Context: an optimization exercise on an open-source flow, tuned for small area, a short achievable clock period and few clock cycles per item. The choices shown serve that exercise and are no tape-out recipe.
The RTL was checked by simulation tests, not by an equivalence proof against the original design.
Power and IR drop assume default switching activity.

===== design/flow/constraint.sdc =====
create_clock -name core_clock -period 10.0 [get_ports {clk}]
set_input_delay 2.0000 -clock core_clock [delete_from_list [all_inputs] [get_ports {clk}]]
set_output_delay 2.0000 -clock core_clock [all_outputs]
set_load 0.01 [all_outputs]

===== design/flow/run.sh =====
#!/bin/bash
# synth_recipe.tcl (not shown) runs the flow's synth.tcl, then flattens the netlist and writes it again
# the make line also repeats each setting of config.mk as NAME=value (left out here)
make -C /OpenROAD-flow-scripts/flow DESIGN_CONFIG=/design/flow/config.mk WORK_HOME=/design/flow/orfs CLKGATE_MAP_FILE= SYNTH_SCRIPT=/design/flow/synth_recipe.tcl finish

===== design/flow/config.mk =====
export PLATFORM = sky130hd
export DESIGN_NAME = blaze_unit
export DESIGN_NICKNAME = blaze_unit
export VERILOG_FILES = /design/flow/design.v
export SDC_FILE = /design/flow/constraint.sdc
export NUM_CORES = 4
export LEC_CHECK = 0
export CAP_MARGIN = 20
export CORE_MARGIN = 2
export CORE_UTILIZATION = 40
export PLACE_DENSITY = 0.6
export SLEW_MARGIN = 20

===== design/flow/design.v =====
module blaze_unit (
    input  wire        clk,
    input  wire        rst,
    input  wire        reg_valid,
    input  wire        reg_write,
    input  wire [5:0]  reg_addr,       
    input  wire [31:0] reg_wdata,
    output wire        reg_ready,
    output wire [31:0] reg_rdata,      
    output wire        mem_req,
    output wire [20:0] mem_addr,       
    input  wire        mem_gnt,
    input  wire        mem_rvalid,
    input  wire [31:0] mem_rdata,
    input  wire        mem_rerr
);
    localparam A_UCFG     = 6'd0;
    localparam A_UCMD     = 6'd1;
    localparam A_USTAT    = 6'd2;
    localparam A_URUN_LO  = 6'd4;
    localparam A_URUN_HI  = 6'd5;
    localparam A_URES_LO  = 6'd6;
    localparam A_URES_HI  = 6'd7;
    localparam A_UDATA32  = 6'd8;
    localparam A_UDATA8   = 6'd9;
    localparam A_UADDR    = 6'd10;
    localparam A_ULEN     = 6'd11;
    localparam A_UDONE    = 6'd12;
    localparam A_UKEY_SEQ = 6'd13;
    localparam A_UKEY_OLO = 6'd14;
    localparam A_UKEY_OHI = 6'd15;
    localparam A_UTRAIL   = 6'd16;
    localparam P_CRC32  = 2'd0;
    localparam P_CRC32C = 2'd1;
    localparam P_CRC16  = 2'd2;
    localparam P_CRC64  = 2'd3;
    function [31:0] t_crc32(input [31:0] y);
        begin
            t_crc32[0] = ^{y[5], y[8], y[9], y[11], y[15], y[23], y[24], y[25], y[27], y[28], y[29], y[30], y[31]};
            t_crc32[1] = ^{y[4], y[7], y[8], y[10], y[14], y[22], y[23], y[24], y[26], y[27], y[28], y[29], y[30]};
            t_crc32[2] = ^{y[3], y[6], y[7], y[9], y[13], y[21], y[22], y[23], y[25], y[26], y[27], y[28], y[29], y[31]};
            t_crc32[3] = ^{y[2], y[5], y[6], y[8], y[12], y[20], y[21], y[22], y[24], y[25], y[26], y[27], y[28], y[30]};
            t_crc32[4] = ^{y[1], y[4], y[5], y[7], y[11], y[19], y[20], y[21], y[23], y[24], y[25], y[26], y[27], y[29]};
            t_crc32[5] = ^{y[0], y[3], y[4], y[6], y[10], y[18], y[19], y[20], y[22], y[23], y[24], y[25], y[26], y[28], y[31]};
            t_crc32[6] = ^{y[2], y[3], y[8], y[11], y[15], y[17], y[18], y[19], y[21], y[22], y[28], y[29], y[31]};
            t_crc32[7] = ^{y[1], y[2], y[7], y[10], y[14], y[16], y[17], y[18], y[20], y[21], y[27], y[28], y[30]};
            t_crc32[8] = ^{y[0], y[1], y[6], y[9], y[13], y[15], y[16], y[17], y[19], y[20], y[26], y[27], y[29], y[31]};
            t_crc32[9] = ^{y[0], y[9], y[11], y[12], y[14], y[16], y[18], y[19], y[23], y[24], y[26], y[27], y[29], y[31]};
            t_crc32[10] = ^{y[5], y[9], y[10], y[13], y[17], y[18], y[22], y[24], y[26], y[27], y[29], y[31]};
            t_crc32[11] = ^{y[4], y[8], y[9], y[12], y[16], y[17], y[21], y[23], y[25], y[26], y[28], y[30]};
            t_crc32[12] = ^{y[3], y[7], y[8], y[11], y[15], y[16], y[20], y[22], y[24], y[25], y[27], y[29]};
            t_crc32[13] = ^{y[2], y[6], y[7], y[10], y[14], y[15], y[19], y[21], y[23], y[24], y[26], y[28], y[31]};
            t_crc32[14] = ^{y[1], y[5], y[6], y[9], y[13], y[14], y[18], y[20], y[22], y[23], y[25], y[27], y[30], y[31]};
            t_crc32[15] = ^{y[0], y[4], y[5], y[8], y[12], y[13], y[17], y[19], y[21], y[22], y[24], y[26], y[29], y[30]};
            t_crc32[16] = ^{y[3], y[4], y[5], y[7], y[8], y[9], y[12], y[15], y[16], y[18], y[20], y[21], y[24], y[27], y[30]};
            t_crc32[17] = ^{y[2], y[3], y[4], y[6], y[7], y[8], y[11], y[14], y[15], y[17], y[19], y[20], y[23], y[26], y[29]};
            t_crc32[18] = ^{y[1], y[2], y[3], y[5], y[6], y[7], y[10], y[13], y[14], y[16], y[18], y[19], y[22], y[25], y[28], y[31]};
            t_crc32[19] = ^{y[0], y[1], y[2], y[4], y[5], y[6], y[9], y[12], y[13], y[15], y[17], y[18], y[21], y[24], y[27], y[30], y[31]};
            t_crc32[20] = ^{y[0], y[1], y[3], y[4], y[9], y[12], y[14], y[15], y[16], y[17], y[20], y[24], y[25], y[26], y[27], y[28], y[31]};
            t_crc32[21] = ^{y[0], y[2], y[3], y[5], y[9], y[13], y[14], y[16], y[19], y[26], y[28], y[29], y[31]};
            t_crc32[22] = ^{y[1], y[2], y[4], y[5], y[9], y[11], y[12], y[13], y[18], y[23], y[24], y[29]};
            t_crc32[23] = ^{y[0], y[1], y[3], y[4], y[8], y[10], y[11], y[12], y[17], y[22], y[23], y[28], y[31]};
            t_crc32[24] = ^{y[0], y[2], y[3], y[5], y[7], y[8], y[10], y[15], y[16], y[21], y[22], y[23], y[24], y[25], y[28], y[29]};
            t_crc32[25] = ^{y[1], y[2], y[4], y[5], y[6], y[7], y[8], y[11], y[14], y[20], y[21], y[22], y[25], y[29], y[30]};
            t_crc32[26] = ^{y[0], y[1], y[3], y[4], y[5], y[6], y[7], y[10], y[13], y[19], y[20], y[21], y[24], y[28], y[29]};
            t_crc32[27] = ^{y[0], y[2], y[3], y[4], y[6], y[8], y[11], y[12], y[15], y[18], y[19], y[20], y[24], y[25], y[29], y[30], y[31]};
            t_crc32[28] = ^{y[1], y[2], y[3], y[7], y[8], y[9], y[10], y[14], y[15], y[17], y[18], y[19], y[25], y[27], y[31]};
            t_crc32[29] = ^{y[0], y[1], y[2], y[6], y[7], y[8], y[9], y[13], y[14], y[16], y[17], y[18], y[24], y[26], y[30], y[31]};
            t_crc32[30] = ^{y[0], y[1], y[6], y[7], y[9], y[11], y[12], y[13], y[16], y[17], y[24], y[27], y[28]};
            t_crc32[31] = ^{y[0], y[6], y[9], y[10], y[12], y[16], y[24], y[25], y[26], y[28], y[29], y[30], y[31]};
        end
    endfunction
    function [31:0] t_crc32c(input [31:0] y);
        begin
            t_crc32c[0] = ^{y[3], y[4], y[5], y[6], y[7], y[8], y[11], y[15], y[16], y[17], y[20], y[22], y[24], y[25], y[26], y[27], y[29], y[30]};
            t_crc32c[1] = ^{y[2], y[3], y[4], y[5], y[6], y[7], y[10], y[14], y[15], y[16], y[19], y[21], y[23], y[24], y[25], y[26], y[28], y[29]};
            t_crc32c[2] = ^{y[1], y[2], y[3], y[4], y[5], y[6], y[9], y[13], y[14], y[15], y[18], y[20], y[22], y[23], y[24], y[25], y[27], y[28]};
            t_crc32c[3] = ^{y[0], y[1], y[2], y[3], y[4], y[5], y[8], y[12], y[13], y[14], y[17], y[19], y[21], y[22], y[23], y[24], y[26], y[27], y[31]};
            t_crc32c[4] = ^{y[0], y[1], y[2], y[5], y[6], y[8], y[12], y[13], y[15], y[17], y[18], y[21], y[23], y[24], y[27], y[29], y[31]};
            t_crc32c[5] = ^{y[0], y[1], y[3], y[6], y[8], y[12], y[14], y[15], y[23], y[24], y[25], y[27], y[28], y[29], y[31]};
            t_crc32c[6] = ^{y[0], y[2], y[3], y[4], y[6], y[8], y[13], y[14], y[15], y[16], y[17], y[20], y[23], y[25], y[28], y[29]};
            t_crc32c[7] = ^{y[1], y[2], y[4], y[6], y[8], y[11], y[12], y[13], y[14], y[17], y[19], y[20], y[25], y[26], y[28], y[29], y[30], y[31]};
            t_crc32c[8] = ^{y[0], y[1], y[3], y[5], y[7], y[10], y[11], y[12], y[13], y[16], y[18], y[19], y[24], y[25], y[27], y[28], y[29], y[30]};
            t_crc32c[9] = ^{y[0], y[2], y[3], y[5], y[7], y[8], y[9], y[10], y[12], y[16], y[18], y[20], y[22], y[23], y[25], y[28], y[30], y[31]};
            t_crc32c[10] = ^{y[1], y[2], y[3], y[5], y[9], y[16], y[19], y[20], y[21], y[25], y[26]};
            t_crc32c[11] = ^{y[0], y[1], y[2], y[4], y[8], y[15], y[18], y[19], y[20], y[24], y[25], y[31]};
            t_crc32c[12] = ^{y[0], y[1], y[4], y[5], y[6], y[8], y[11], y[14], y[15], y[16], y[18], y[19], y[20], y[22], y[23], y[25], y[26], y[27], y[29]};
            t_crc32c[13] = ^{y[0], y[6], y[8], y[10], y[11], y[13], y[14], y[16], y[18], y[19], y[20], y[21], y[27], y[28], y[29], y[30], y[31]};
            t_crc32c[14] = ^{y[3], y[4], y[6], y[8], y[9], y[10], y[11], y[12], y[13], y[16], y[18], y[19], y[22], y[24], y[25], y[28]};
            t_crc32c[15] = ^{y[2], y[3], y[5], y[7], y[8], y[9], y[10], y[11], y[12], y[15], y[17], y[18], y[21], y[23], y[24], y[27], y[31]};
            t_crc32c[16] = ^{y[1], y[2], y[4], y[6], y[7], y[8], y[9], y[10], y[11], y[14], y[16], y[17], y[20], y[22], y[23], y[26], y[30], y[31]};
            t_crc32c[17] = ^{y[0], y[1], y[3], y[5], y[6], y[7], y[8], y[9], y[10], y[13], y[15], y[16], y[19], y[21], y[22], y[25], y[29], y[30]};
            t_crc32c[18] = ^{y[0], y[2], y[3], y[9], y[11], y[12], y[14], y[16], y[17], y[18], y[21], y[22], y[25], y[26], y[27], y[28], y[30], y[31]};
            t_crc32c[19] = ^{y[1], y[2], y[3], y[4], y[5], y[6], y[7], y[10], y[13], y[21], y[22]};
            t_crc32c[20] = ^{y[0], y[1], y[2], y[3], y[4], y[5], y[6], y[9], y[12], y[20], y[21]};
            t_crc32c[21] = ^{y[0], y[1], y[2], y[6], y[7], y[15], y[16], y[17], y[19], y[22], y[24], y[25], y[26], y[27], y[29], y[30]};
            t_crc32c[22] = ^{y[0], y[1], y[3], y[4], y[7], y[8], y[11], y[14], y[17], y[18], y[20], y[21], y[22], y[23], y[27], y[28], y[30], y[31]};
            t_crc32c[23] = ^{y[0], y[2], y[4], y[5], y[8], y[10], y[11], y[13], y[15], y[19], y[21], y[24], y[25]};
            t_crc32c[24] = ^{y[1], y[5], y[6], y[8], y[9], y[10], y[11], y[12], y[14], y[15], y[16], y[17], y[18], y[22], y[23], y[25], y[26], y[27], y[29], y[30], y[31]};
            t_crc32c[25] = ^{y[0], y[4], y[5], y[7], y[8], y[9], y[10], y[11], y[13], y[14], y[15], y[16], y[17], y[21], y[22], y[24], y[25], y[26], y[28], y[29], y[30]};
            t_crc32c[26] = ^{y[5], y[9], y[10], y[11], y[12], y[13], y[14], y[17], y[21], y[22], y[23], y[26], y[28], y[30], y[31]};
            t_crc32c[27] = ^{y[4], y[8], y[9], y[10], y[11], y[12], y[13], y[16], y[20], y[21], y[22], y[25], y[27], y[29], y[30], y[31]};
            t_crc32c[28] = ^{y[3], y[7], y[8], y[9], y[10], y[11], y[12], y[15], y[19], y[20], y[21], y[24], y[26], y[28], y[29], y[30], y[31]};
            t_crc32c[29] = ^{y[2], y[6], y[7], y[8], y[9], y[10], y[11], y[14], y[18], y[19], y[20], y[23], y[25], y[27], y[28], y[29], y[30]};
            t_crc32c[30] = ^{y[1], y[5], y[6], y[7], y[8], y[9], y[10], y[13], y[17], y[18], y[19], y[22], y[24], y[26], y[27], y[28], y[29], y[31]};
            t_crc32c[31] = ^{y[0], y[4], y[5], y[6], y[7], y[8], y[9], y[12], y[16], y[17], y[18], y[21], y[23], y[25], y[26], y[27], y[28], y[30], y[31]};
        end
    endfunction
    function [15:0] t_crc16(input [31:0] y);
        begin
            t_crc16[0] = ^{y[0], y[4], y[8], y[11], y[12], y[19], y[20], y[22], y[26], y[27], y[28]};
            t_crc16[1] = ^{y[1], y[5], y[9], y[12], y[13], y[20], y[21], y[23], y[27], y[28], y[29]};
            t_crc16[2] = ^{y[2], y[6], y[10], y[13], y[14], y[21], y[22], y[24], y[28], y[29], y[30]};
            t_crc16[3] = ^{y[3], y[7], y[11], y[14], y[15], y[22], y[23], y[25], y[29], y[30], y[31]};
            t_crc16[4] = ^{y[4], y[8], y[12], y[15], y[16], y[23], y[24], y[26], y[30], y[31]};
            t_crc16[5] = ^{y[0], y[4], y[5], y[8], y[9], y[11], y[12], y[13], y[16], y[17], y[19], y[20], y[22], y[24], y[25], y[26], y[28], y[31]};
            t_crc16[6] = ^{y[1], y[5], y[6], y[9], y[10], y[12], y[13], y[14], y[17], y[18], y[20], y[21], y[23], y[25], y[26], y[27], y[29]};
            t_crc16[7] = ^{y[2], y[6], y[7], y[10], y[11], y[13], y[14], y[15], y[18], y[19], y[21], y[22], y[24], y[26], y[27], y[28], y[30]};
            t_crc16[8] = ^{y[3], y[7], y[8], y[11], y[12], y[14], y[15], y[16], y[19], y[20], y[22], y[23], y[25], y[27], y[28], y[29], y[31]};
            t_crc16[9] = ^{y[4], y[8], y[9], y[12], y[13], y[15], y[16], y[17], y[20], y[21], y[23], y[24], y[26], y[28], y[29], y[30]};
            t_crc16[10] = ^{y[5], y[9], y[10], y[13], y[14], y[16], y[17], y[18], y[21], y[22], y[24], y[25], y[27], y[29], y[30], y[31]};
            t_crc16[11] = ^{y[6], y[10], y[11], y[14], y[15], y[17], y[18], y[19], y[22], y[23], y[25], y[26], y[28], y[30], y[31]};
            t_crc16[12] = ^{y[0], y[4], y[7], y[8], y[15], y[16], y[18], y[22], y[23], y[24], y[28], y[29], y[31]};
            t_crc16[13] = ^{y[1], y[5], y[8], y[9], y[16], y[17], y[19], y[23], y[24], y[25], y[29], y[30]};
            t_crc16[14] = ^{y[2], y[6], y[9], y[10], y[17], y[18], y[20], y[24], y[25], y[26], y[30], y[31]};
            t_crc16[15] = ^{y[3], y[7], y[10], y[11], y[18], y[19], y[21], y[25], y[26], y[27], y[31]};
        end
    endfunction
    function [63:0] t_crc64(input [31:0] y);
        begin
            t_crc64[0] = ^{y[0], y[2], y[4], y[6], y[7], y[8], y[9], y[13], y[14], y[16], y[19], y[21], y[24], y[25], y[26], y[28]};
            t_crc64[1] = ^{y[0], y[1], y[2], y[3], y[4], y[5], y[6], y[10], y[13], y[15], y[16], y[17], y[19], y[20], y[21], y[22], y[24], y[27], y[28], y[29]};
            t_crc64[2] = ^{y[1], y[2], y[3], y[4], y[5], y[6], y[7], y[11], y[14], y[16], y[17], y[18], y[20], y[21], y[22], y[23], y[25], y[28], y[29], y[30]};
            t_crc64[3] = ^{y[2], y[3], y[4], y[5], y[6], y[7], y[8], y[12], y[15], y[17], y[18], y[19], y[21], y[22], y[23], y[24], y[26], y[29], y[30], y[31]};
            t_crc64[4] = ^{y[0], y[2], y[3], y[5], y[14], y[18], y[20], y[21], y[22], y[23], y[26], y[27], y[28], y[30], y[31]};
            t_crc64[5] = ^{y[1], y[3], y[4], y[6], y[15], y[19], y[21], y[22], y[23], y[24], y[27], y[28], y[29], y[31]};
            t_crc64[6] = ^{y[2], y[4], y[5], y[7], y[16], y[20], y[22], y[23], y[24], y[25], y[28], y[29], y[30]};
            t_crc64[7] = ^{y[0], y[2], y[3], y[4], y[5], y[7], y[9], y[13], y[14], y[16], y[17], y[19], y[23], y[28], y[29], y[30], y[31]};
            t_crc64[8] = ^{y[1], y[3], y[4], y[5], y[6], y[8], y[10], y[14], y[15], y[17], y[18], y[20], y[24], y[29], y[30], y[31]};
            t_crc64[9] = ^{y[0], y[5], y[8], y[11], y[13], y[14], y[15], y[18], y[24], y[26], y[28], y[30], y[31]};
            t_crc64[10] = ^{y[0], y[1], y[2], y[4], y[7], y[8], y[12], y[13], y[15], y[21], y[24], y[26], y[27], y[28], y[29], y[31]};
            t_crc64[11] = ^{y[1], y[2], y[3], y[5], y[8], y[9], y[13], y[14], y[16], y[22], y[25], y[27], y[28], y[29], y[30]};
            t_crc64[12] = ^{y[0], y[3], y[7], y[8], y[10], y[13], y[15], y[16], y[17], y[19], y[21], y[23], y[24], y[25], y[29], y[30], y[31]};
            t_crc64[13] = ^{y[0], y[1], y[2], y[6], y[7], y[11], y[13], y[17], y[18], y[19], y[20], y[21], y[22], y[28], y[30], y[31]};
            t_crc64[14] = ^{y[1], y[2], y[3], y[7], y[8], y[12], y[14], y[18], y[19], y[20], y[21], y[22], y[23], y[29], y[31]};
            t_crc64[15] = ^{y[2], y[3], y[4], y[8], y[9], y[13], y[15], y[19], y[20], y[21], y[22], y[23], y[24], y[30]};
            t_crc64[16] = ^{y[3], y[4], y[5], y[9], y[10], y[14], y[16], y[20], y[21], y[22], y[23], y[24], y[25], y[31]};
            t_crc64[17] = ^{y[0], y[2], y[5], y[7], y[8], y[9], y[10], y[11], y[13], y[14], y[15], y[16], y[17], y[19], y[22], y[23], y[28]};
            t_crc64[18] = ^{y[1], y[3], y[6], y[8], y[9], y[10], y[11], y[12], y[14], y[15], y[16], y[17], y[18], y[20], y[23], y[24], y[29]};
            t_crc64[19] = ^{y[0], y[6], y[8], y[10], y[11], y[12], y[14], y[15], y[17], y[18], y[26], y[28], y[30]};
            t_crc64[20] = ^{y[1], y[7], y[9], y[11], y[12], y[13], y[15], y[16], y[18], y[19], y[27], y[29], y[31]};
            t_crc64[21] = ^{y[0], y[4], y[6], y[7], y[9], y[10], y[12], y[17], y[20], y[21], y[24], y[25], y[26], y[30]};
            t_crc64[22] = ^{y[0], y[1], y[2], y[4], y[5], y[6], y[9], y[10], y[11], y[14], y[16], y[18], y[19], y[22], y[24], y[27], y[28], y[31]};
            t_crc64[23] = ^{y[0], y[1], y[3], y[4], y[5], y[8], y[9], y[10], y[11], y[12], y[13], y[14], y[15], y[16], y[17], y[20], y[21], y[23], y[24], y[26], y[29]};
            t_crc64[24] = ^{y[0], y[1], y[5], y[7], y[8], y[10], y[11], y[12], y[15], y[17], y[18], y[19], y[22], y[26], y[27], y[28], y[30]};
            t_crc64[25] = ^{y[1], y[2], y[6], y[8], y[9], y[11], y[12], y[13], y[16], y[18], y[19], y[20], y[23], y[27], y[28], y[29], y[31]};
            t_crc64[26] = ^{y[2], y[3], y[7], y[9], y[10], y[12], y[13], y[14], y[17], y[19], y[20], y[21], y[24], y[28], y[29], y[30]};
            t_crc64[27] = ^{y[0], y[2], y[3], y[6], y[7], y[9], y[10], y[11], y[15], y[16], y[18], y[19], y[20], y[22], y[24], y[26], y[28], y[29], y[30], y[31]};
            t_crc64[28] = ^{y[1], y[3], y[4], y[7], y[8], y[10], y[11], y[12], y[16], y[17], y[19], y[20], y[21], y[23], y[25], y[27], y[29], y[30], y[31]};
            t_crc64[29] = ^{y[0], y[5], y[6], y[7], y[11], y[12], y[14], y[16], y[17], y[18], y[19], y[20], y[22], y[25], y[30], y[31]};
            t_crc64[30] = ^{y[1], y[6], y[7], y[8], y[12], y[13], y[15], y[17], y[18], y[19], y[20], y[21], y[23], y[26], y[31]};
            t_crc64[31] = ^{y[0], y[4], y[6], y[18], y[20], y[22], y[25], y[26], y[27], y[28]};
            t_crc64[32] = ^{y[0], y[1], y[2], y[4], y[5], y[6], y[8], y[9], y[13], y[14], y[16], y[23], y[24], y[25], y[27], y[29]};
            t_crc64[33] = ^{y[0], y[1], y[3], y[4], y[5], y[8], y[10], y[13], y[15], y[16], y[17], y[19], y[21], y[30]};
            t_crc64[34] = ^{y[1], y[2], y[4], y[5], y[6], y[9], y[11], y[14], y[16], y[17], y[18], y[20], y[22], y[31]};
            t_crc64[35] = ^{y[0], y[3], y[4], y[5], y[8], y[9], y[10], y[12], y[13], y[14], y[15], y[16], y[17], y[18], y[23], y[24], y[25], y[26], y[28]};
            t_crc64[36] = ^{y[1], y[4], y[5], y[6], y[9], y[10], y[11], y[13], y[14], y[15], y[16], y[17], y[18], y[19], y[24], y[25], y[26], y[27], y[29]};
            t_crc64[37] = ^{y[0], y[4], y[5], y[8], y[9], y[10], y[11], y[12], y[13], y[15], y[17], y[18], y[20], y[21], y[24], y[27], y[30]};
            t_crc64[38] = ^{y[0], y[1], y[2], y[4], y[5], y[7], y[8], y[10], y[11], y[12], y[18], y[22], y[24], y[26], y[31]};
            t_crc64[39] = ^{y[0], y[1], y[3], y[4], y[5], y[7], y[11], y[12], y[14], y[16], y[21], y[23], y[24], y[26], y[27], y[28]};
            t_crc64[40] = ^{y[0], y[1], y[5], y[7], y[9], y[12], y[14], y[15], y[16], y[17], y[19], y[21], y[22], y[26], y[27], y[29]};
            t_crc64[41] = ^{y[1], y[2], y[6], y[8], y[10], y[13], y[15], y[16], y[17], y[18], y[20], y[22], y[23], y[27], y[28], y[30]};
            t_crc64[42] = ^{y[2], y[3], y[7], y[9], y[11], y[14], y[16], y[17], y[18], y[19], y[21], y[23], y[24], y[28], y[29], y[31]};
            t_crc64[43] = ^{y[3], y[4], y[8], y[10], y[12], y[15], y[17], y[18], y[19], y[20], y[22], y[24], y[25], y[29], y[30]};
            t_crc64[44] = ^{y[4], y[5], y[9], y[11], y[13], y[16], y[18], y[19], y[20], y[21], y[23], y[25], y[26], y[30], y[31]};
            t_crc64[45] = ^{y[0], y[2], y[4], y[5], y[7], y[8], y[9], y[10], y[12], y[13], y[16], y[17], y[20], y[22], y[25], y[27], y[28], y[31]};
            t_crc64[46] = ^{y[0], y[1], y[2], y[3], y[4], y[5], y[7], y[10], y[11], y[16], y[17], y[18], y[19], y[23], y[24], y[25], y[29]};
            t_crc64[47] = ^{y[0], y[1], y[3], y[5], y[7], y[9], y[11], y[12], y[13], y[14], y[16], y[17], y[18], y[20], y[21], y[28], y[30]};
            t_crc64[48] = ^{y[1], y[2], y[4], y[6], y[8], y[10], y[12], y[13], y[14], y[15], y[17], y[18], y[19], y[21], y[22], y[29], y[31]};
            t_crc64[49] = ^{y[2], y[3], y[5], y[7], y[9], y[11], y[13], y[14], y[15], y[16], y[18], y[19], y[20], y[22], y[23], y[30]};
            t_crc64[50] = ^{y[3], y[4], y[6], y[8], y[10], y[12], y[14], y[15], y[16], y[17], y[19], y[20], y[21], y[23], y[24], y[31]};
            t_crc64[51] = ^{y[4], y[5], y[7], y[9], y[11], y[13], y[15], y[16], y[17], y[18], y[20], y[21], y[22], y[24], y[25]};
            t_crc64[52] = ^{y[0], y[2], y[4], y[5], y[7], y[9], y[10], y[12], y[13], y[17], y[18], y[22], y[23], y[24], y[28]};
            t_crc64[53] = ^{y[0], y[1], y[2], y[3], y[4], y[5], y[7], y[9], y[10], y[11], y[16], y[18], y[21], y[23], y[26], y[28], y[29]};
            t_crc64[54] = ^{y[0], y[1], y[3], y[5], y[7], y[9], y[10], y[11], y[12], y[13], y[14], y[16], y[17], y[21], y[22], y[25], y[26], y[27], y[28], y[29], y[30]};
            t_crc64[55] = ^{y[0], y[1], y[7], y[9], y[10], y[11], y[12], y[15], y[16], y[17], y[18], y[19], y[21], y[22], y[23], y[24], y[25], y[27], y[29], y[30], y[31]};
            t_crc64[56] = ^{y[1], y[2], y[8], y[10], y[11], y[12], y[13], y[16], y[17], y[18], y[19], y[20], y[22], y[23], y[24], y[25], y[26], y[28], y[30], y[31]};
            t_crc64[57] = ^{y[0], y[3], y[4], y[6], y[7], y[8], y[11], y[12], y[16], y[17], y[18], y[20], y[23], y[27], y[28], y[29], y[31]};
            t_crc64[58] = ^{y[1], y[4], y[5], y[7], y[8], y[9], y[12], y[13], y[17], y[18], y[19], y[21], y[24], y[28], y[29], y[30]};
            t_crc64[59] = ^{y[2], y[5], y[6], y[8], y[9], y[10], y[13], y[14], y[18], y[19], y[20], y[22], y[25], y[29], y[30], y[31]};
            t_crc64[60] = ^{y[3], y[6], y[7], y[9], y[10], y[11], y[14], y[15], y[19], y[20], y[21], y[23], y[26], y[30], y[31]};
            t_crc64[61] = ^{y[4], y[7], y[8], y[10], y[11], y[12], y[15], y[16], y[20], y[21], y[22], y[24], y[27], y[31]};
            t_crc64[62] = ^{y[0], y[2], y[4], y[5], y[6], y[7], y[11], y[12], y[14], y[17], y[19], y[22], y[23], y[24], y[26]};
            t_crc64[63] = ^{y[1], y[3], y[5], y[6], y[7], y[8], y[12], y[13], y[15], y[18], y[20], y[23], y[24], y[25], y[27]};
        end
    endfunction
    function [31:0] bitrev32(input [31:0] v);
        integer j;
        begin
            for (j = 0; j < 32; j = j + 1)
                bitrev32[j] = v[31 - j];
        end
    endfunction
    reg  [1:0]  poly;
    reg  [63:0] run;              
    reg         refused;
    reg         err;
    reg  [22:0] uaddr;
    reg  [23:0] ulen;
    reg  [23:0] udone;
    reg  [31:0] key_seq;
    reg  [31:0] key_org_lo;
    reg  [2:0]  key_org_hi;
    reg         rq_pend;          
    reg  [31:0] rdata_q;
    reg  [31:0] rdata_next;       
    reg         act;              
    reg  [21:0] rq_addr;          
    reg  [22:0] rq_left;          
    reg         rq_more;          
    reg         rq_past;          
    reg  [3:0]  out_cnt;          
    reg         first;            
    reg  [23:0] f_left;           
    reg  [23:0] hi3;              
    reg  [31:0] grp;
    reg  [1:0]  gk;               
    reg         gv;               
    reg         grun;             
    wire busy = act || gv || (out_cnt != 4'd0);
    assign reg_ready = rq_pend;
    assign reg_rdata = rdata_q;
    wire cap = reg_valid && !rq_pend;
    wire wr  = cap && reg_write;
    wire cmd       = wr && (reg_addr == A_UCMD);
    wire cmd_init  = cmd && reg_wdata[0] && !busy;
    wire cmd_run   = cmd && reg_wdata[1] && !busy;
    wire cmd_abort = cmd && reg_wdata[2] && busy;
    wire wr_guarded = wr && ((reg_addr == A_UCFG)    || (reg_addr == A_UDATA32) ||
                             (reg_addr == A_UDATA8)  || (reg_addr == A_UADDR)   ||
                             (reg_addr == A_ULEN)    || (reg_addr == A_URUN_LO) ||
                             (reg_addr == A_URUN_HI));
    wire wr_idle = wr && !busy;
    assign mem_req  = act && rq_more && !out_cnt[3];
    assign mem_addr = rq_addr[20:0];
    wire   taken    = mem_req && mem_gnt;
    reg [63:0] preset;
    always @(*) begin
        case (poly)
            P_CRC32, P_CRC32C: preset = 64'h0000_0000_FFFF_FFFF;
            P_CRC16:           preset = 64'h0000_0000_0000_FFFF;
            default:           preset = 64'h0;
        endcase
    end
    wire [1:0]  s     = uaddr[1:0];
    wire [23:0] llen  = (ulen == 24'h0) ? 24'h1 : ulen;
    wire [24:0] lsum  = {1'b0, llen} + ((s != 2'd0) ? 25'd7 : 25'd3);
    wire [31:0] gb = {grp[7:0], grp[15:8], grp[23:16], grp[31:24]};
    wire [31:0] z  = poly[1] ? ((poly[0] ? run[63:32] : {run[15:0], 16'h0}) ^ gb)
                             : bitrev32(run[31:0] ^ grp);
    reg  [31:0] y;
    reg  [31:0] p32;
    reg  [15:0] p16;
    reg  [63:0] p64;
    always @(*) begin
        case (gk)
            2'd1: begin y = z >> 24; p32 = run[31:0] >> 8;  p16 = {run[7:0], 8'h0}; p64 = run << 8;  end
            2'd2: begin y = z >> 16; p32 = run[31:0] >> 16; p16 = 16'h0;            p64 = run << 16; end
            2'd3: begin y = z >> 8;  p32 = run[31:0] >> 24; p16 = 16'h0;            p64 = run << 24; end
            default: begin y = z;    p32 = 32'h0;           p16 = 16'h0;            p64 = run << 32; end
        endcase
    end
    reg [63:0] fold_next;
    always @(*) begin
        case (poly)
            P_CRC32:  fold_next = {run[63:32], t_crc32(y) ^ p32};
            P_CRC32C: fold_next = {run[63:32], t_crc32c(y) ^ p32};
            P_CRC16:  fold_next = {run[63:16], t_crc16(y) ^ p16};
            default:  fold_next = t_crc64(y) ^ p64;
        endcase
    end
    reg [31:0] algn;
    always @(*) begin
        case (s)
            2'd1:    algn = {mem_rdata[7:0],  hi3};
            2'd2:    algn = {mem_rdata[15:0], hi3[23:8]};
            2'd3:    algn = {mem_rdata[23:0], hi3[23:16]};
            default: algn = mem_rdata;
        endcase
    end
    wire [2:0] s_neg = {1'b0, 2'd0 - s};
    wire need = first || (s == 2'd0) || (f_left[23:3] != 21'h0) || (f_left[2:0] > s_neg);
    wire past = rq_past && (out_cnt == 4'd1);
    wire f_gt4 = (f_left[23:3] != 21'h0) || (f_left[2:0] > 3'd4);
    wire f_ge4 = (f_left[23:2] != 22'h0);
    always @(posedge clk) begin
        if (rst) begin
            poly       <= P_CRC32C;
            run        <= 64'h0000_0000_FFFF_FFFF;
            refused    <= 1'b0;
            err        <= 1'b0;
            uaddr      <= 23'h0;
            ulen       <= 24'h0;
            udone      <= 24'h0;
            key_seq    <= 32'h0;
            key_org_lo <= 32'h0;
            key_org_hi <= 3'h0;
            rq_pend    <= 1'b0;
            rdata_q    <= 32'h0;
            act        <= 1'b0;
            rq_addr    <= 22'h0;
            rq_left    <= 23'h0;
            rq_more    <= 1'b0;
            rq_past    <= 1'b0;
            out_cnt    <= 4'h0;
            first      <= 1'b0;
            f_left     <= 24'h0;
            hi3        <= 24'h0;
            grp        <= 32'h0;
            gk         <= 2'd0;
            gv         <= 1'b0;
            grun       <= 1'b0;
        end else begin
            rq_pend <= cap;
            gv <= 1'b0;
            if (gv) begin
                run <= fold_next;
                if (grun)
                    udone <= udone + {21'h0, gk == 2'd0, gk};
            end
            out_cnt <= out_cnt + {3'h0, taken} - {3'h0, mem_rvalid};
            if (taken) begin
                rq_addr <= rq_addr + 22'd1;
                rq_left <= rq_left - 23'd1;
                rq_more <= (rq_left != 23'd1) && !rq_addr[21];
                rq_past <= rq_addr[21];
            end
            if (mem_rvalid && act) begin
                first <= 1'b0;
                hi3   <= mem_rdata[31:8];
                if ((mem_rerr || past) && need) begin
                    err <= 1'b1;
                    act <= 1'b0;
                    if (s != 2'd0 && !first) begin
                        grp  <= algn;
                        gk   <= 2'd0 - s;
                        gv   <= 1'b1;
                        grun <= 1'b1;
                    end
                end else if (s == 2'd0 || !first) begin
                    grp    <= algn;
                    gk     <= f_ge4 ? 2'd0 : f_left[1:0];
                    gv     <= 1'b1;
                    grun   <= 1'b1;
                    f_left <= f_left - 24'd4;
                    if (!f_gt4)
                        act <= 1'b0;
                end
            end
            if (wr && reg_addr == A_UKEY_SEQ) key_seq    <= reg_wdata;
            if (wr && reg_addr == A_UKEY_OLO) key_org_lo <= reg_wdata;
            if (wr && reg_addr == A_UKEY_OHI) key_org_hi <= reg_wdata[2:0];
            if (busy && wr_guarded)
                refused <= 1'b1;
            if (wr_idle) begin
                case (reg_addr)
                A_UCFG:    poly       <= reg_wdata[1:0];
                A_URUN_LO: run[31:0]  <= reg_wdata;
                A_URUN_HI: run[63:32] <= reg_wdata;
                A_UADDR:   uaddr      <= reg_wdata[22:0];
                A_ULEN:    ulen       <= reg_wdata[23:0];
                A_UDATA32: begin
                    grp  <= {reg_wdata[7:0], reg_wdata[15:8], reg_wdata[23:16], reg_wdata[31:24]};
                    gk   <= 2'd0;
                    gv   <= 1'b1;
                    grun <= 1'b0;
                end
                A_UDATA8: begin
                    grp  <= {24'h0, reg_wdata[7:0]};
                    gk   <= 2'd1;
                    gv   <= 1'b1;
                    grun <= 1'b0;
                end
                default: ;
                endcase
            end
            if (cmd_init) begin
                run     <= preset;
                refused <= 1'b0;
                err     <= 1'b0;
            end
            if (cmd_run) begin
                act     <= 1'b1;
                rq_addr <= {1'b0, uaddr[22:2]};
                rq_left <= lsum[24:2];
                rq_more <= 1'b1;
                rq_past <= 1'b0;
                first   <= 1'b1;
                f_left  <= llen;
                udone   <= 24'h0;
                err     <= 1'b0;
            end
            if (cmd_abort)
                act <= 1'b0;
            if (cap)
                rdata_q <= rdata_next;
        end
    end
    reg [63:0] res;
    always @(*) begin
        case (poly)
            P_CRC32, P_CRC32C: res = {32'h0, run[31:0] ^ 32'hFFFF_FFFF};
            P_CRC16:           res = {48'h0, run[15:0]};
            default:           res = run;
        endcase
    end
    wire [31:0] trail_key = {key_org_lo[24:0], key_org_lo[31:25]} ^
                            {key_org_hi, 29'h0} ^ key_seq;
    wire [31:0] trail = (poly == P_CRC32C) ? (res[31:0] ^ trail_key) : 32'h0;
    always @(*) begin
        case (reg_addr)
            A_UCFG:     rdata_next = {30'h0, poly};
            A_USTAT:    rdata_next = {29'h0, err, refused, busy};
            A_URUN_LO:  rdata_next = run[31:0];
            A_URUN_HI:  rdata_next = run[63:32];
            A_URES_LO:  rdata_next = res[31:0];
            A_URES_HI:  rdata_next = res[63:32];
            A_UADDR:    rdata_next = {9'h0, uaddr};
            A_ULEN:     rdata_next = {8'h0, ulen};
            A_UDONE:    rdata_next = {8'h0, udone};
            A_UKEY_SEQ: rdata_next = key_seq;
            A_UKEY_OLO: rdata_next = key_org_lo;
            A_UKEY_OHI: rdata_next = {29'h0, key_org_hi};
            A_UTRAIL:   rdata_next = trail;
            default:    rdata_next = 32'h0;
        endcase
    end
endmodule

==> results.txt, run 1 <==
Clock Path Buffers 3; share of cells above drive strength 1 8.91%; clock-pin slew on the worst setup and hold paths 0.07 ns; max-slew violations 0; Reg2Reg Depth 12; GPL Wtd Cong about 1.1; post-route insts no fill 5471; FF-to-FF setup slack 4.54 ns; drt pass-1 iters 10; Post-CTS Setup Inserts 0; # hold bufs at CTS 0; RSZ-0062 raised after global routing no; final period utilization 54.6%; antenna violations before repair 14; Mapped Area 34000 um^2; Arr. time, crit path 5.86 ns; Placed Cells 5384; Hold WC Path Type flip-flop to flip-flop; row cnt 106; average size of a mapped cell 7.89 um^2; Worst-Margin Slew 1.18 ns; CP Capture Point run[1]; htree depth 2; CP Capture Type flip-flop; number of synthesis warnings 1; hold depth 2; TritonCTS Sinks 376; Cell Pwr Density around 110 nW/um^2; first-pass GRT wire length 261000 um; final core utilization 45.5%; Startpoint Class flip-flop; NumNets Final between 4000 and 5000; DR iter-0 viols 5810; Core Region 84000 um^2; met1 GRT Util 56.5%; largest net degree at the start of global routing 189; largest cells by area after synthesis dfxtp_1 (22%), xnor2_1 (19%), xor2_1 (6.9%); total negative slack 0 ns; status no timing/DRC/antenna violations; Leak 13.1 nW; vias in the first global route 32300; PortBufs around 130; cts bufs inserted 44; chip height 296 um; area delta synth->final 12.1%; Avg WL per Cell 34.9 um; vias per std cell about 6.5; post-cts sizing count 0; setup slack after layout 4.54 ns; fin crit period 5.46 ns; post-DP HPWL ~140000 um; RR Endpoint run[1]; dpl ws 4.24 ns; Routed Antenna Nets 0; Starting Density 40.5%; I/O pin count 132; Most Crowded Layer GR met2; Post-synth EDFFs 0; Synth async-reset ratio 0%; Main synth FF type dfxtp_1; commonest non-fill, non-tap cell in the layout xnor2_1; Critical R2R Launch poly[1]; Critical Path Source poly[1]; Slew HR between 20% and 30%; clock root cell clkbuf_16; Vias 35400; Synth Register Bits 376; # DRC 0; MaxCap Viol Count 0; GRT Residual Overflow 0; post-synth cell types 91; die width 296 um; total length of routed wires 191000 um; endpoints failing hold 0; share of the synthesized area in the top cell type 22.1%; worst path required time 10.40 ns; most frequent cells in the layout xnor2_1 (738), nand2_1 (587), dfxtp_1 (372), nor2_1 (356), a21oi_1 (356); critical path fanouts, max 37; Setup Skew 0.0438 ns; register area share after synthesis 22.1%; final setup violation count 0; Total Routing Usage GR 42.5%; peak supply drop 0.116 mV; die area just under 90000 um^2; TritonCTS clock tree built; cell taking the most area after synthesis dfxtp_1; Synthesized Nets roughly 4400; met2 global-route usage between 50% and 60%; f_max 183 MHz; Design Power 4.23 mW; grt met3 use between 10% and 20%; Clk Latency, worst-skew pair 0.61 ns; Syn Inst Count 4316; critical path class flip-flop to flip-flop
[per-layer routing]
metal / vias up / part of all wire (%)
li1: 15000 / -
met1: 17000 / 39
met2: 2810 / 39
met3: 610 / 14
met4: 8 / 6.9
met5: - / 0.029
[area by class of cell]
class	count	area [um^2]
Antenna cell	7	17.5
Clock inverter	22	269
Timing Repair Buffer	291	2530
Fill cell	8450	45800
Multi-Input combinational cell	3541	25000
Inverter	42	158
Sequential cell	376	7540
Clock buffer	58	1200
Tap cell	1134	1420
[critical path: stages, from the launching register on]
cell	delay (ns)
dfxtp_4	0.46
inv_2	0.44
buf_4	0.57
mux2i_1	0.17
buf_4	0.19
mux4_2	0.81
xnor2_2	0.95
xnor2_1	0.31
xnor2_1	0.37
xnor2_1	0.14
xnor2_1	0.25
a221oi_1	0.43
a22oi_1	0.11
[power by group]
group	total, mW	switching (mW)	internal (mW)
logic	1.01	0.652	0.355
clock network	1.71	0.745	0.962
registers	1.52	0.0112	1.50
[Yosys cell counts, types with 23 or more instances]
cell type and number:
a211oi_1 74, a21oi_1 359, a221oi_1 43, a222oi_1 43, a22o_1 23, a22oi_1 54, a31oi_1 38, and2_1 26
and3_1 26, buf_2 43, buf_4 27, clkbuf_1 261, dfxtp_1 376, inv_1 39, mux2i_1 65, mux4_2 42
nand2_1 588, nand2b_1 23, nand3_1 49, nor2_1 364, nor3_1 53, o211ai_1 30, o21ai_0 219, xnor2_1 743
xnor2_2 23, xnor3_1 48, xor2_1 269
[per-stage QoR]
stage / hold WS, ns / instance area [um^2]
floorplan: 0.436 / 34000
global placement: 0.444 / 36600
detailed placement: 0.448 / 36700
CTS: 0.457 / 38100
global route: 0.471 / 38100
finish: 0.454 / 38200
[how the worst min path moves through the flow]
stage	start	to	slack (ns)
4_1_cts	hi3[1]	hi3[1]	0.46
3_5_place_dp	hi3[5]	hi3[5]	0.45
2_1_floorplan	rq_past	rq_past	0.44
6_report	hi3[1]	hi3[1]	0.45
5_1_grt	hi3[0]	hi3[0]	0.47
3_3_place_gp	uaddr[5]	uaddr[5]	0.44
[state kept, by name (all words and copies together) (netlist names), 2 cells and up]
name,count
hi3,24
udone,24
key_seq,32
key_org_lo,32
rdata_q,32
out_cnt,4
ulen,24
grp,32
key_org_hi,3
run,64
gk,2
uaddr,23
rq_addr,22
rq_left,23
poly,2
f_left,24
[logic make-up after synthesis]
family | Yosys count | share of synthesized area [%]
compound gates | 1074 | 20.5
xor+xnor | 1097 | 31.2
fa+ha+maj | 21 | 0.816
buf+inv | 399 | 4.91
flops | 376 | 22.1
mux | 114 | 4.99
simple gates | 1235 | 15.5
Testbench counts, summed over its fixed seeds: cycles 290,062, bytes 812,402.
==> inputs of run 2 (changes only) <==
--- a/design/flow/design.v
+++ b/design/flow/design.v
@@ -203,4 +203,19 @@
     endfunction
+    function [21:0] inc22(input [21:0] v);
+        integer i;
+        begin
+            for (i = 0; i < 22; i = i + 1)
+                inc22[i] = v[i] ^ (&(v | ~((22'd1 << i) - 22'd1)));
+        end
+    endfunction
+    function [21:0] dec22(input [21:0] v);
+        integer i;
+        begin
+            for (i = 0; i < 22; i = i + 1)
+                dec22[i] = v[i] ^ ~(|(v & ((22'd1 << i) - 22'd1)));
+        end
+    endfunction
     reg  [1:0]  poly;
     reg  [63:0] run;              
+    reg  [31:0] zr;               
     reg         refused;
@@ -209,3 +224,4 @@
     reg  [23:0] ulen;
-    reg  [23:0] udone;
+    reg  [21:0] udone_hi;         
+    reg  [1:0]  udone_lo;         
     reg  [31:0] key_seq;
@@ -213,11 +229,14 @@
     reg  [2:0]  key_org_hi;
-    reg         rq_pend;          
+    reg         seen_rd;          
+    reg         ready_q;          
+    reg  [5:0]  addr_q;           
+    reg         wr_q;             
+    reg  [2:0]  cmdb_q;
     reg  [31:0] rdata_q;
-    reg  [31:0] rdata_next;       
+    reg  [31:0] rdata_next;
     reg         act;              
     reg  [21:0] rq_addr;          
-    reg  [22:0] rq_left;          
-    reg         rq_more;          
     reg         rq_past;          
     reg  [3:0]  out_cnt;          
+    reg         mreq;
     reg         first;            
@@ -228,20 +247,22 @@
     reg         gv;               
-    reg         grun;             
-    wire busy = act || gv || (out_cnt != 4'd0);
-    assign reg_ready = rq_pend;
+    reg         sv;               
+    reg         pf;               
+    reg         pfr;              
+    wire busy = act || gv || sv || pf || (out_cnt != 4'd0);
+    assign reg_ready = ready_q;
     assign reg_rdata = rdata_q;
-    wire cap = reg_valid && !rq_pend;
-    wire wr  = cap && reg_write;
-    wire cmd       = wr && (reg_addr == A_UCMD);
-    wire cmd_init  = cmd && reg_wdata[0] && !busy;
-    wire cmd_run   = cmd && reg_wdata[1] && !busy;
-    wire cmd_abort = cmd && reg_wdata[2] && busy;
-    wire wr_guarded = wr && ((reg_addr == A_UCFG)    || (reg_addr == A_UDATA32) ||
-                             (reg_addr == A_UDATA8)  || (reg_addr == A_UADDR)   ||
-                             (reg_addr == A_ULEN)    || (reg_addr == A_URUN_LO) ||
-                             (reg_addr == A_URUN_HI));
-    wire wr_idle = wr && !busy;
-    assign mem_req  = act && rq_more && !out_cnt[3];
-    assign mem_addr = rq_addr[20:0];
-    wire   taken    = mem_req && mem_gnt;
+    assign mem_req   = mreq;
+    assign mem_addr  = rq_addr[20:0];
+    wire ap      = ready_q && wr_q;
+    wire ap_idle = ap && !busy;
+    wire cmd     = ap && (addr_q == A_UCMD);
+    wire cmd_init  = cmd && cmdb_q[0] && !busy;
+    wire cmd_run   = cmd && cmdb_q[1] && !busy;
+    wire cmd_abort = cmd && cmdb_q[2] && busy;
+    wire wr_guarded = (addr_q == A_UCFG)    || (addr_q == A_UDATA32) ||
+                      (addr_q == A_UDATA8)  || (addr_q == A_UADDR)   ||
+                      (addr_q == A_ULEN)    || (addr_q == A_URUN_LO) ||
+                      (addr_q == A_URUN_HI);
+    wire host32 = ap_idle && (addr_q == A_UDATA32);
+    wire host8  = ap_idle && (addr_q == A_UDATA8);
     reg [63:0] preset;
@@ -254,9 +275,18 @@
     end
-    wire [1:0]  s     = uaddr[1:0];
-    wire [23:0] llen  = (ulen == 24'h0) ? 24'h1 : ulen;
-    wire [24:0] lsum  = {1'b0, llen} + ((s != 2'd0) ? 25'd7 : 25'd3);
-    wire [31:0] gb = {grp[7:0], grp[15:8], grp[23:16], grp[31:24]};
-    wire [31:0] z  = poly[1] ? ((poly[0] ? run[63:32] : {run[15:0], 16'h0}) ^ gb)
-                             : bitrev32(run[31:0] ^ grp);
-    reg  [31:0] y;
+    function [31:0] zsel(input [1:0] p, input [63:0] r);
+        begin
+            case (p)
+                P_CRC32, P_CRC32C: zsel = bitrev32(r[31:0]);
+                P_CRC16:           zsel = {r[15:0], 16'h0};
+                default:           zsel = r[63:32];
+            endcase
+        end
+    endfunction
+    wire [1:0]  s    = uaddr[1:0];
+    wire [23:0] llen = (ulen == 24'h0) ? 24'h1 : ulen;
+    wire        fold_en = gv || pf || host32;
+    wire [31:0] g_o = poly[1] ? {grp[7:0], grp[15:8], grp[23:16], grp[31:24]}
+                              : bitrev32(grp);
+    wire [31:0] y   = zr ^ (pf ? 32'h0 : g_o);
+    reg  [31:0] y_sh;
     reg  [31:0] p32;
@@ -265,7 +295,12 @@
     always @(*) begin
-        case (gk)
-            2'd1: begin y = z >> 24; p32 = run[31:0] >> 8;  p16 = {run[7:0], 8'h0}; p64 = run << 8;  end
-            2'd2: begin y = z >> 16; p32 = run[31:0] >> 16; p16 = 16'h0;            p64 = run << 16; end
-            2'd3: begin y = z >> 8;  p32 = run[31:0] >> 24; p16 = 16'h0;            p64 = run << 24; end
-            default: begin y = z;    p32 = 32'h0;           p16 = 16'h0;            p64 = run << 32; end
+        case (host8 ? 2'd1 : gk)
+            2'd1:    y_sh = (zr ^ g_o) >> 24;
+            2'd2:    y_sh = (zr ^ g_o) >> 16;
+            default: y_sh = (zr ^ g_o) >> 8;
+        endcase
+        case (pf ? gk : 2'd0)
+            2'd1: begin p32 = run[31:0] >> 8;  p16 = {run[7:0], 8'h0}; p64 = run << 8;  end
+            2'd2: begin p32 = run[31:0] >> 16; p16 = 16'h0;            p64 = run << 16; end
+            2'd3: begin p32 = run[31:0] >> 24; p16 = 16'h0;            p64 = run << 24; end
+            default: begin p32 = 32'h0;        p16 = 16'h0;            p64 = run << 32; end
         endcase
@@ -281,2 +316,4 @@
     end
+    wire [63:0] run_wr = (addr_q == A_URUN_LO) ? {run[63:32], reg_wdata}
+                                               : {reg_wdata, run[31:0]};
     reg [31:0] algn;
@@ -291,7 +328,31 @@
     wire [2:0] s_neg = {1'b0, 2'd0 - s};
-    wire need = first || (s == 2'd0) || (f_left[23:3] != 21'h0) || (f_left[2:0] > s_neg);
-    wire past = rq_past && (out_cnt == 4'd1);
-    wire f_gt4 = (f_left[23:3] != 21'h0) || (f_left[2:0] > 3'd4);
+    wire f_big = (f_left[23:3] != 21'h0);
+    wire f_gt4 = f_big || (f_left[2:0] > 3'd4);
     wire f_ge4 = (f_left[23:2] != 22'h0);
+    wire need  = first || (s == 2'd0) || f_big || (f_left[2:0] > s_neg);
+    wire past  = rq_past && (out_cnt == 4'd1);
+    wire rsp   = mem_rvalid && act;
+    wire bad   = (mem_rerr || past) && need;
+    wire form  = rsp && !bad && (s == 2'd0 || !first);    
+    wire part  = rsp && bad && (s != 2'd0) && !first;      
+    wire stop  = (rsp && bad) || (form && !f_gt4);
+    wire       extra = first && (s != 2'd0);
+    wire       w_big = (f_left[23:6] != 18'h0);
+    wire [4:0] c4    = {1'b0, f_left[5:2]} + {4'h0, f_left[1:0] != 2'd0};
+    wire [5:0] wq    = {1'b0, c4} + {5'h0, extra} + 6'd8 - {2'b0, out_cnt};    
+    wire w_gt0 = w_big || (wq > 6'd8);
+    wire w_gt1 = w_big || (wq > 6'd9);
+    wire       taken   = mreq && mem_gnt;
+    wire [3:0] out_n   = out_cnt + {3'h0, taken} - {3'h0, mem_rvalid};
+    wire       past_n  = rq_past || (taken && rq_addr[21]);
+    wire       act_n   = act && !stop && !cmd_abort;
+    wire       mreq_n  = cmd_run || (act_n && !past_n && !out_n[3] && (taken ? w_gt1 : w_gt0));
+    wire seen = reg_valid && !ready_q && !seen_rd;
     always @(posedge clk) begin
+        addr_q  <= reg_addr;
+        wr_q    <= reg_write;
+        cmdb_q  <= reg_wdata[2:0];
+        rdata_q <= rdata_next;
+        grp     <= act ? algn : {reg_wdata[7:0], reg_wdata[15:8], reg_wdata[23:16],
+                                 reg_addr[0] ? reg_wdata[7:0] : reg_wdata[31:24]};
         if (rst) begin
@@ -299,2 +360,3 @@
             run        <= 64'h0000_0000_FFFF_FFFF;
+            zr         <= 32'hFFFF_FFFF;
             refused    <= 1'b0;
@@ -303,3 +365,4 @@
             ulen       <= 24'h0;
-            udone      <= 24'h0;
+            udone_hi   <= 22'h0;
+            udone_lo   <= 2'h0;
             key_seq    <= 32'h0;
@@ -307,10 +370,9 @@
             key_org_hi <= 3'h0;
-            rq_pend    <= 1'b0;
-            rdata_q    <= 32'h0;
+            seen_rd    <= 1'b0;
+            ready_q    <= 1'b0;
             act        <= 1'b0;
             rq_addr    <= 22'h0;
-            rq_left    <= 23'h0;
-            rq_more    <= 1'b0;
             rq_past    <= 1'b0;
             out_cnt    <= 4'h0;
+            mreq       <= 1'b0;
             first      <= 1'b0;
@@ -318,67 +380,64 @@
             hi3        <= 24'h0;
-            grp        <= 32'h0;
             gk         <= 2'd0;
             gv         <= 1'b0;
-            grun       <= 1'b0;
+            sv         <= 1'b0;
+            pf         <= 1'b0;
+            pfr        <= 1'b0;
         end else begin
-            rq_pend <= cap;
-            gv <= 1'b0;
-            if (gv) begin
+            seen_rd <= seen && !reg_write;
+            ready_q <= (seen && reg_write) || seen_rd;
+            if (fold_en) begin
                 run <= fold_next;
-                if (grun)
-                    udone <= udone + {21'h0, gk == 2'd0, gk};
-            end
-            out_cnt <= out_cnt + {3'h0, taken} - {3'h0, mem_rvalid};
-            if (taken) begin
-                rq_addr <= rq_addr + 22'd1;
-                rq_left <= rq_left - 23'd1;
-                rq_more <= (rq_left != 23'd1) && !rq_addr[21];
-                rq_past <= rq_addr[21];
+                zr  <= zsel(poly, fold_next);
+            end else if (sv || host8) begin
+                zr  <= y_sh;
             end
-            if (mem_rvalid && act) begin
+            if (gv)
+                udone_hi <= inc22(udone_hi);
+            if (pf && pfr)
+                udone_lo <= gk;
+            pf  <= sv || host8;
+            pfr <= sv;
+            sv  <= 1'b0;
+            act     <= act_n;
+            out_cnt <= out_n;
+            rq_past <= past_n;
+            mreq    <= mreq_n;
+            if (taken)
+                rq_addr <= inc22(rq_addr);
+            gv <= form && f_ge4;
+            if (rsp) begin
                 first <= 1'b0;
                 hi3   <= mem_rdata[31:8];
-                if ((mem_rerr || past) && need) begin
-                    err <= 1'b1;
-                    act <= 1'b0;
-                    if (s != 2'd0 && !first) begin
-                        grp  <= algn;
-                        gk   <= 2'd0 - s;
-                        gv   <= 1'b1;
-                        grun <= 1'b1;
-                    end
-                end else if (s == 2'd0 || !first) begin
-                    grp    <= algn;
-                    gk     <= f_ge4 ? 2'd0 : f_left[1:0];
-                    gv     <= 1'b1;
-                    grun   <= 1'b1;
-                    f_left <= f_left - 24'd4;
-                    if (!f_gt4)
-                        act <= 1'b0;
-                end
             end
-            if (wr && reg_addr == A_UKEY_SEQ) key_seq    <= reg_wdata;
-            if (wr && reg_addr == A_UKEY_OLO) key_org_lo <= reg_wdata;
-            if (wr && reg_addr == A_UKEY_OHI) key_org_hi <= reg_wdata[2:0];
-            if (busy && wr_guarded)
+            if (rsp && bad)
+                err <= 1'b1;
+            if (form) begin
+                gk     <= f_left[1:0];
+                sv     <= !f_ge4;
+                f_left <= {dec22(f_left[23:2]), f_left[1:0]};
+            end
+            if (part) begin
+                gk <= 2'd0 - s;
+                sv <= 1'b1;
+            end
+            if (ap && addr_q == A_UKEY_SEQ) key_seq    <= reg_wdata;
+            if (ap && addr_q == A_UKEY_OLO) key_org_lo <= reg_wdata;
+            if (ap && addr_q == A_UKEY_OHI) key_org_hi <= reg_wdata[2:0];
+            if (ap && busy && wr_guarded)
                 refused <= 1'b1;
-            if (wr_idle) begin
-                case (reg_addr)
-                A_UCFG:    poly       <= reg_wdata[1:0];
-                A_URUN_LO: run[31:0]  <= reg_wdata;
-                A_URUN_HI: run[63:32] <= reg_wdata;
-                A_UADDR:   uaddr      <= reg_wdata[22:0];
-                A_ULEN:    ulen       <= reg_wdata[23:0];
-                A_UDATA32: begin
-                    grp  <= {reg_wdata[7:0], reg_wdata[15:8], reg_wdata[23:16], reg_wdata[31:24]};
-                    gk   <= 2'd0;
-                    gv   <= 1'b1;
-                    grun <= 1'b0;
+            if (host8)
+                gk <= 2'd1;
+            if (ap_idle) begin
+                case (addr_q)
+                A_UCFG: begin
+                    poly <= reg_wdata[1:0];
+                    zr   <= zsel(reg_wdata[1:0], run);
                 end
-                A_UDATA8: begin
-                    grp  <= {24'h0, reg_wdata[7:0]};
-                    gk   <= 2'd1;
-                    gv   <= 1'b1;
-                    grun <= 1'b0;
+                A_URUN_LO, A_URUN_HI: begin
+                    run  <= run_wr;
+                    zr   <= zsel(poly, run_wr);
                 end
+                A_UADDR:   uaddr <= reg_wdata[22:0];
+                A_ULEN:    ulen  <= reg_wdata[23:0];
                 default: ;
@@ -388,2 +447,3 @@
                 run     <= preset;
+                zr      <= zsel(poly, preset);
                 refused <= 1'b0;
@@ -392,16 +452,11 @@
             if (cmd_run) begin
-                act     <= 1'b1;
-                rq_addr <= {1'b0, uaddr[22:2]};
-                rq_left <= lsum[24:2];
-                rq_more <= 1'b1;
-                rq_past <= 1'b0;
-                first   <= 1'b1;
-                f_left  <= llen;
-                udone   <= 24'h0;
-                err     <= 1'b0;
+                act      <= 1'b1;
+                rq_addr  <= {1'b0, uaddr[22:2]};
+                rq_past  <= 1'b0;
+                first    <= 1'b1;
+                f_left   <= llen;
+                udone_hi <= 22'h0;
+                udone_lo <= 2'h0;
+                err      <= 1'b0;
             end
-            if (cmd_abort)
-                act <= 1'b0;
-            if (cap)
-                rdata_q <= rdata_next;
         end
@@ -420,3 +475,3 @@
     always @(*) begin
-        case (reg_addr)
+        case (addr_q)
             A_UCFG:     rdata_next = {30'h0, poly};
@@ -429,3 +484,3 @@
             A_ULEN:     rdata_next = {8'h0, ulen};
-            A_UDONE:    rdata_next = {8'h0, udone};
+            A_UDONE:    rdata_next = {8'h0, udone_hi, udone_lo};
             A_UKEY_SEQ: rdata_next = key_seq;
--- a/design/flow/config.mk
+++ b/design/flow/config.mk
@@ -11,2 +11,3 @@
 export PLACE_DENSITY = 0.6
+export SETUP_SLACK_MARGIN = 5
 export SLEW_MARGIN = 20
==> run 2 against run 1 <==
Still clean. Global-route usage is 2.2 points lower. Clock-buffer cell count is 11 higher. Synthesized area is 3.5% higher. Clock power is 3% higher. Maximum frequency is 6.1% higher. Clock skew is 0.025 ns lower. Sequential power is 7% higher. Largest cell class unchanged.
==> results.txt, run 2 <==
total negative slack 0 ns (unchanged); chip height 301 um (was 296 um); Hold WC Path Type flip-flop to flip-flop (unchanged); Vias 36000 (was 35400); critical path fanouts, max 38 (was 37); endpoints failing hold 0 (unchanged); Synthesized Nets 4464 (was 4414); vias per std cell 6.52 (was 6.47); I/O pin count 132 (unchanged); top-count cell post-synth xnor2_1 (unchanged); CP Capture Type flip-flop (unchanged); top cells by count, synth xnor2_1 (738), nand2_1 (612), dfxtp_1 (398) (was xnor2_1 (743), nand2_1 (588), dfxtp_1 (376)); PortBufs 131 (unchanged); final setup violation count 0 (unchanged); Setup Skew 0.0183 ns (was 0.0438 ns); row cnt 108 (was 106); dpl ws 4.80 ns (was 4.24 ns); NumNets Final 4432 (was 4394); die area 90500 um^2 (was 87400 um^2); Clk Latency, worst-skew pair 0.61 ns (about the same); Leak 14.3 nW (was 13.1 nW); total length of routed wires 189000 um (was 191000 um); RR Endpoint zr[3] (was run[1]); Arr. time, crit path 5.59 ns (was 5.86 ns); die width 301 um (was 296 um); Critical Path Source poly[1] (unchanged); Critical R2R Launch poly[1] (unchanged); Core Region 87000 um^2 (was 84000 um^2); CP delay by family, top XOR/XNOR gates (unchanged); Main synth FF type dfxtp_1 (unchanged); worst-path cell chain mux2i_1, nor2_1, xnor2_2, xnor2_2, xnor2_2, xnor3_1, mux2i_2, xor2_1, o21ai_0, a21oi_1, o31ai_1 (was inv_2, buf_4, mux2i_1, buf_4, mux4_2, xnor2_2, xnor2_1, xnor2_1, xnor2_1, xnor2_1, a221oi_1, a22oi_1); Slew HR 18.3% (was 20.8%); TritonCTS Sinks 398 (was 376); max reg flops 64 (unchanged); Critical-path top delay cell xnor2_2 (unchanged); fin crit period 5.14 ns (was 5.46 ns); Worst-Margin Slew 1.22 ns (was 1.18 ns); critical path class flip-flop to flip-flop (unchanged); CP Capture Point zr[3] (was run[1]); DR iter-0 viols 5960 (was 5810); final core utilization 45.4% (was 45.5%); largest cells by area after synthesis dfxtp_1 (23%), xnor2_1 (18%), nand2_1 (6.5%) (was dfxtp_1 (22%), xnor2_1 (19%), xor2_1 (6.9%)); GRT Residual Overflow 0 (unchanged); number of synthesis warnings 1 (unchanged); most used cell, CP xnor2_2 (was xnor2_1); htree depth 2 (unchanged); antenna violations before repair 2 (was 14); Synth Register Bits 398 (was 376); most flop-heavy register run (unchanged); max-slew violations 0 (unchanged); Mapped Area 35200 um^2 (was 34000 um^2); worst path bufs/invs 0 (was 3); register area share after synthesis 22.6% (was 22.1%); largest net degree at the start of global routing 93 (was 189); Total Routing Usage GR 40.4% (was 42.5%); Syn Inst Count 4349 (was 4316); post-DP HPWL 139000 um (was 141000 um); most frequent cells in the layout xnor2_1 (715), nand2_1 (611), dfxtp_1 (392), a21oi_1 (342), nor2_1 (288) (was xnor2_1 (738), nand2_1 (587), dfxtp_1 (372), nor2_1 (356), a21oi_1 (356)); f_max 194 MHz (was 183 MHz); cts bufs inserted 46 (was 44); setup slack after layout 4.86 ns (was 4.54 ns); final period utilization 51.4% (was 54.6%); # DRC 0 (unchanged); Synth async-reset ratio 0% (unchanged); Worst path depth 11 (was 12); share of cells above drive strength 1 9.69% (was 8.91%); Startpoint Class flip-flop (unchanged); peak supply drop 0.128 mV (was 0.116 mV); MaxCap Viol Count 0 (unchanged); Starting Density 40.5% (about the same); post-synth cell types 75 (was 91); Cell Pwr Density 182 nW/um^2 (was 111 nW/um^2); FF-to-FF setup slack 4.86 ns (was 4.54 ns); share of the synthesized area in the top cell type 22.6% (was 22.1%); status no timing/DRC/antenna violations (unchanged); Clock Path Buffers 3 (unchanged); Post-synth EDFFs 0 (unchanged); # hold bufs at CTS 0 (unchanged); cell taking the most area after synthesis dfxtp_1 (unchanged); average size of a mapped cell 8.10 um^2 (was 7.89 um^2); Routed Antenna Nets 0 (unchanged); Reg2Reg Depth 11 (was 12); Worst path max stage delay 0.75 ns (was 0.95 ns); RSZ-0062 raised after global routing yes (was no); first-pass GRT wire length 259000 um (was 261000 um); commonest non-fill, non-tap cell in the layout xnor2_1 (unchanged); Avg WL per Cell 34.3 um (was 34.9 um); GPL Wtd Cong 1.14 (was 1.09); TritonCTS clock tree built (unchanged); vias in the first global route 32700 (was 32300); clock root cell clkbuf_16 (unchanged); worst path required time 10.45 ns (was 10.40 ns); area delta synth->final 12.1% (about the same); clock-pin slew on the worst setup and hold paths 0.07 ns (about the same); drt pass-1 iters 11 (was 10)
run 2: cell count changes after synthesis, moves of 26 or more:
| cell | previous run | this run |
|---|---|---|
| mux2i_1 | 65 | 140 |
| nor2_1 | 364 | 296 |
| mux4_2 | 42 | 0 |
| o221ai_1 | 16 | 53 |
| mux2_2 | 4 | 37 |
| clkbuf_1 | 261 | 292 |
| xnor2_2 | 23 | 54 |
| xor2_1 | 269 | 240 |
| o21ai_0 | 219 | 193 |
run 2: through the flow:
stage	cell area [um^2]	instances	hold WS [ns]	total power, mW
floorplan	35200	4349	0.436	3.91
global placement	37800	5417	0.444	5.26
detailed placement	37900	5418	0.446	5.21
CTS	39400	5503	0.454	6.96
global route	39500	5509	0.471	7.22
finish	39500	5510	0.454	7.17
run 2: layout make-up:
type,instances,area [um^2]
inverters,42,158
clock buffers,69,1340
multi-input cells,3537,25900
repair buffers,292,2530
well taps,1155,1450
fillers,8626,47500
flip-flops and latches,398,7980
diodes,1,2.50
clock inverters,16,178
run 2: worst min-delay path by stage:
| stage | from | to | slack, ns | cells past startpoint |
|---|---|---|---|---|
| floorplan | hi3[0] | hi3[0] | 0.44 | 2 |
| global placement | hi3[2] | hi3[2] | 0.44 | 2 |
| detailed placement | hi3[3] | hi3[3] | 0.45 | 2 |
| CTS | hi3[3] | hi3[3] | 0.45 | 2 |
| global route | hi3[6] | hi3[6] | 0.47 | 2 |
| finish | hi3[3] | hi3[3] | 0.45 | 2 |
run 2: cells by family (layout without fill, tap and decap cells):
kind of cell	after synthesis	after routing	share of synthesized area (%)
and+or+nand+nor	1162	1162	13.9
AOI/OAI and AO/OA	1036	1036	19.1
adders and majority gates	38	38	1.41
xor gates and xnor gates	1124	1124	32.9
other	0	1	0
buffers and inverters	414	419	4.88
muxes	177	177	5.16
DFF	398	398	22.6
run 2: timing repair:
action,CTS,global route
resized for setup,3,5
endpoints found under the setup margin,5,9
endpoints found under the hold margin,0,0
setup buffers,0,4
pin swaps,0,1
run 2: metal layers:
metal / routed length (um) / track usage [%]
met1: 71100 / 51.7
met2: 73200 / 55.1
met3: 29800 / 17.0
met4: 15000 / 25.5
met5: 113 / 0.476
run 2: power breakdown:
part / leakage (nW) / internal (mW) / switching [mW]
Combinational: 10.3 / 1.41 / 2.38
Clock: 0.753 / 1.01 / 0.753
Sequential: 3.23 / 1.60 / 0.0212
Total: 14.3 / 4.02 / 3.15
run 2: worst register-to-register path, delay by kind of cell, from the launching register on:
family          cells  cell delay [ns]
xor+xnor            5             2.41
compound gates      3             0.89
mux                 2             0.87
flops               1             0.73
simple gates        1             0.10
Testbench counts of run 2, summed over its fixed seeds: cycles 292,976, bytes 812,402.

-- static timing again, ports no longer ideal --
The flow's constraints put no driver on any port. The routed layouts listed below were extracted and timed again, unchanged, in two steps. Step 1, drivers: a clkbuf_16 drives clk and a buf_2 each remaining input, both assumed. Step 2 also shifts input and output timing later by t, the mid clock arrival at the registers, as if the neighbouring blocks saw the same clock. Three values: ideal ports, drivers, drivers and shift; two values: the first two.
| run | shift t [ns] | slack for setup (ns) | worst hold slack (ns) |
|---|---|---|---|
| run 1 | 0.661 | 4.542 / 4.542 / 3.963 | 0.454 / 0.454 / 0.454 |
| run 2 | 0.665 | 4.856 / 4.856 / 4.856 | 0.454 / 0.454 / 0.454 |
After both steps every run listed still meets setup and hold. The setup slack of run 1, which loses most, moves by 0.000 ns with the drivers and by -0.579 ns with both steps.
